Background: an optimization exercise with open tools, aiming at small area, a short achievable clock period and few clock cycles per item. Do not read the settings as production practice.
RTL that was checked went through simulation tests only; none was proved equivalent to the original.
Power figures rest on the tool's default switching activity, not on a simulated workload.

## maple
## pagecode_dec
module pagecode_dec (
  input  wire        clk,
  input  wire        rst,
  input  wire        in_valid,
  input  wire [7:0]  in_data,
  output reg         in_ready,
  output reg         out_valid,
  output reg         out_clean,
  output reg         out_poison,
  output reg         out_ok,
  output reg  [2:0]  out_count,
  output reg  [31:0] out_pos,
  output reg  [31:0] out_val
);
clock: 12.0 ns
lec_check: 0
cap_margin: 20
core_margin: 2
core_utilization: 40
cts_cluster_diameter: 80
cts_cluster_size: 20
slew_margin: 20
standard.sh (not shown) runs the stock make flow with config.mk's settings and CLKGATE_MAP_FILE= SYNTH_SCRIPT=/design/flow/synth_recipe.tcl, a recipe that flattens the netlist after the stock synthesis.
==> flow/flow/run.sh <==
#!/bin/bash
# The standard layout, with ORFS's repair_timing aiming at a setup slack
# margin of 8.5 ns, and buf_2 cells as the port buffers (the SDC, clock period
# and all other settings unchanged).
set -euo pipefail
export SETUP_SLACK_MARGIN=8.5
export BUFFER_PORTS_ARGS="-buffer_cell sky130_fd_sc_hd__buf_2"
bash standard.sh > standard_flow.log 2>&1
Testbench counts of maple, summed over its fixed seeds: cycles 53,187, items 384.
diff inputs: maple => oak
- swapping 40 for 50 in CORE_UTILIZATION
==> flow/flow/run.sh <==
#!/bin/bash
# The standard layout, with ORFS's repair_timing aiming at a setup slack
# margin of 8.4 ns, and buf_2 cells as the port buffers (the SDC, clock period
# and all other settings unchanged).
set -euo pipefail
export SETUP_SLACK_MARGIN=8.4
export BUFFER_PORTS_ARGS="-buffer_cell sky130_fd_sc_hd__buf_2"
bash standard.sh > standard_flow.log 2>&1
### Flow results
For hold slack, oak and maple come out practically identical. The higher number of gates given a new drive strength after cts of oak and maple is in maple. In the reports for oak and maple, the larger clock share of power belongs to oak. Comparing oak and maple, the higher total via count after detailed routing was measured on maple.

---

v8:
pagecode_dec again, from the RTL that the note above started with.
clock: 12.0 ns
lec_check: 0
cap_margin: 20
core_margin: 2
core_utilization: 40
cts_cluster_diameter: 60
cts_cluster_size: 16
slew_margin: 20
==> flow/flow/run.sh <==
#!/bin/bash
# The standard layout, with ORFS's repair_timing aiming at a setup slack
# margin of 8.5 ns, and buf_2 cells as the port buffers (the SDC, clock period
# and all other settings unchanged).
set -euo pipefail
export SETUP_SLACK_MARGIN=8.5
export BUFFER_PORTS_ARGS="-buffer_cell sky130_fd_sc_hd__buf_2"
bash standard.sh > standard_flow.log 2>&1
Per the final summary, v8 finished and its layout is clean on timing, DRC and antenna.
Testbench counts of v8, summed over its fixed seeds: cycles 53,187, items 384.
Input-level comparison between v52 and v8:
==> flow/flow/run.sh <==
#!/bin/bash
# The standard layout, with ORFS's repair_timing aiming at a setup slack
# margin of 8.6 ns, and buf_2 cells as the port buffers (the SDC, clock period
# and all other settings unchanged).
set -euo pipefail
export SETUP_SLACK_MARGIN=8.6
export BUFFER_PORTS_ARGS="-buffer_cell sky130_fd_sc_hd__buf_2"
bash standard.sh > standard_flow.log 2>&1
-- flow/config.mk --
<<< v8, line 10
export CORE_UTILIZATION = 40
export CTS_CLUSTER_DIAMETER = 60
export CTS_CLUSTER_SIZE = 16
export SLEW_MARGIN = 20
>>> v52, line 10
export CORE_UTILIZATION = 40
export CTS_CLUSTER_DIAMETER = 80
export CTS_CLUSTER_SIZE = 20
export SLEW_MARGIN = 20
### Flow results
The post-layout instance area in v52 was higher than what v8 gave.
A worst setup path endpoint of out_pos[22] is what v8 shows, while out_val[14] belongs to v52.
Hold slack was higher in v52 than in v8.
Summary: with v8 as the reference, clock power in v52 moved down by more than 10%.
Compared with v8, in v52 H-tree depth down 1, post-synthesis share of cell area spent on full adders, half adders and majority gates has remained practically unchanged.
v52 vs. v8: worst setup slack has decreased; proportion of cell area occupied by multi-input gates barely changed.
What v17 does differently from v52 at the input level:
==> flow/flow/run.sh <==
#!/bin/bash
# The standard layout, with ORFS's repair_timing aiming at a setup slack
# margin of 8.5 ns, and buf_2 cells as the port buffers (the SDC, clock period
# and all other settings unchanged).
set -euo pipefail
export SETUP_SLACK_MARGIN=8.5
export BUFFER_PORTS_ARGS="-buffer_cell sky130_fd_sc_hd__buf_2"
bash standard.sh > standard_flow.log 2>&1
-- flow/config.mk --
<<< v52, line 9
export CORE_MARGIN = 2
export CORE_UTILIZATION = 40
export CTS_CLUSTER_DIAMETER = 80
>>> v17, line 9
export CORE_MARGIN = 2
export CORE_UTILIZATION = 55
export CTS_CLUSTER_DIAMETER = 80
Findings:
v17 vs v52 on logic gate share of total power: v17 is the lower one.
Of v17 and v52, it is v17 that has the higher path length in cells of the critical path.
Higher power was reported by v52, not v17.
--- input diff v17..v10 ---
-- flow/config.mk --
<<< v17, line 9
export CORE_MARGIN = 2
export CORE_UTILIZATION = 55
export CTS_CLUSTER_DIAMETER = 80
>>> v10, line 9
export CORE_MARGIN = 2
export CORE_UTILIZATION = 50
export CTS_CLUSTER_DIAMETER = 80
Results
- Going from v17 to v10, least setup slack across all paths after layout went up, met2 track demand over resource lost 5.3 points, utilization shrank by 5.1 points, worst slew margin relative to its limit up 2.6 points.
- For v17 and v10, there was not a single run that failed to finish clean.
- Comparing v10 with v17, the cell area came out essentially unchanged.
- Between v17 and v10, the wire length figures differ only marginally.
- reg2reg as the kind of critical path was reported by v17, and reg2out by v10.

---

pagecode_dec, a different RTL version from the one above (not shown whole).
Size in the first run: ~2300 cells after synthesis, ~83 I/O pins, about 23000 sq um of cells after synthesis.
clock: 12.0 ns
lec_check: 0
cap_margin: 20
core_margin: 2
core_utilization: 40
slew_margin: 20
==> flow/flow/run.sh <==
#!/bin/bash
# The standard layout, with ORFS's repair_timing aiming at a setup slack
# margin of 9 ns (the SDC, clock period and all other settings unchanged).
set -euo pipefail
export SETUP_SLACK_MARGIN=9
bash standard.sh > standard_flow.log 2>&1
The baseline finished with timing, DRC and antenna clean.
Rerun with:
--- a/flow/flow/run.sh
+++ b/flow/flow/run.sh
@@ -3 +3,2 @@
-# margin of 9 ns (the SDC, clock period and all other settings unchanged).
+# margin of 9 ns, and buf_2 cells as the port buffers (the SDC, clock period
+# and all other settings unchanged).
@@ -5,0 +7 @@
+export BUFFER_PORTS_ARGS="-buffer_cell sky130_fd_sc_hd__buf_2"
=> Clock-buffer cell count drops by 5. Clock skew climbs by 0.0086 ns. Total power climbs slightly. Routed wire length climbs by a few percent. Worst setup slack gains 0.019 ns.
Function was not checked in any run of this note: the RTL went through the layout flow alone.

## separate check: timing with driven ports
The flow's constraints put no driver on any port. The routed layouts listed below were extracted and timed again, unchanged, in two steps.
Step 1: set_driving_cell puts a clkbuf_16 on clk and a buf_2 on each other input, an assumption about the parent block.
Step 2 also shifts input and output timing later by t, the mid clock arrival at the registers, as if the neighbouring blocks saw the same clock.
Three values: no drivers, after step 1, after step 2; two values: the first two.
run | t, ns | setup WS [ns] | worst setup path after step 2 | worst data-port slew with drivers (ns)
maple | 0.665 | 8.502 / 8.445 / 8.568 | register to register | 0.03
oak | 0.642 | 8.482 / 8.427 / 8.482 | register to register | 0.03
v8 | 0.636 | 8.524 / 8.464 / 8.570 | register to register | 0.03
v52 | 0.667 | 8.498 / 8.438 / 8.648 | register to register | 0.03
v17 | 0.640 | 8.480 / 8.465 / 8.480 | register to register | 0.03
v10 | 0.654 | 8.525 / 8.466 / 8.590 | register to register | 0.03
the first run of note 3 | 0.632 | 8.244 / 8.187 / 8.381 | input to register | 0.05
the second run of note 3 | 0.641 | 8.264 / 8.205 / 8.307 | input to register | 0.04
After both steps setup and hold are still met in every run listed.
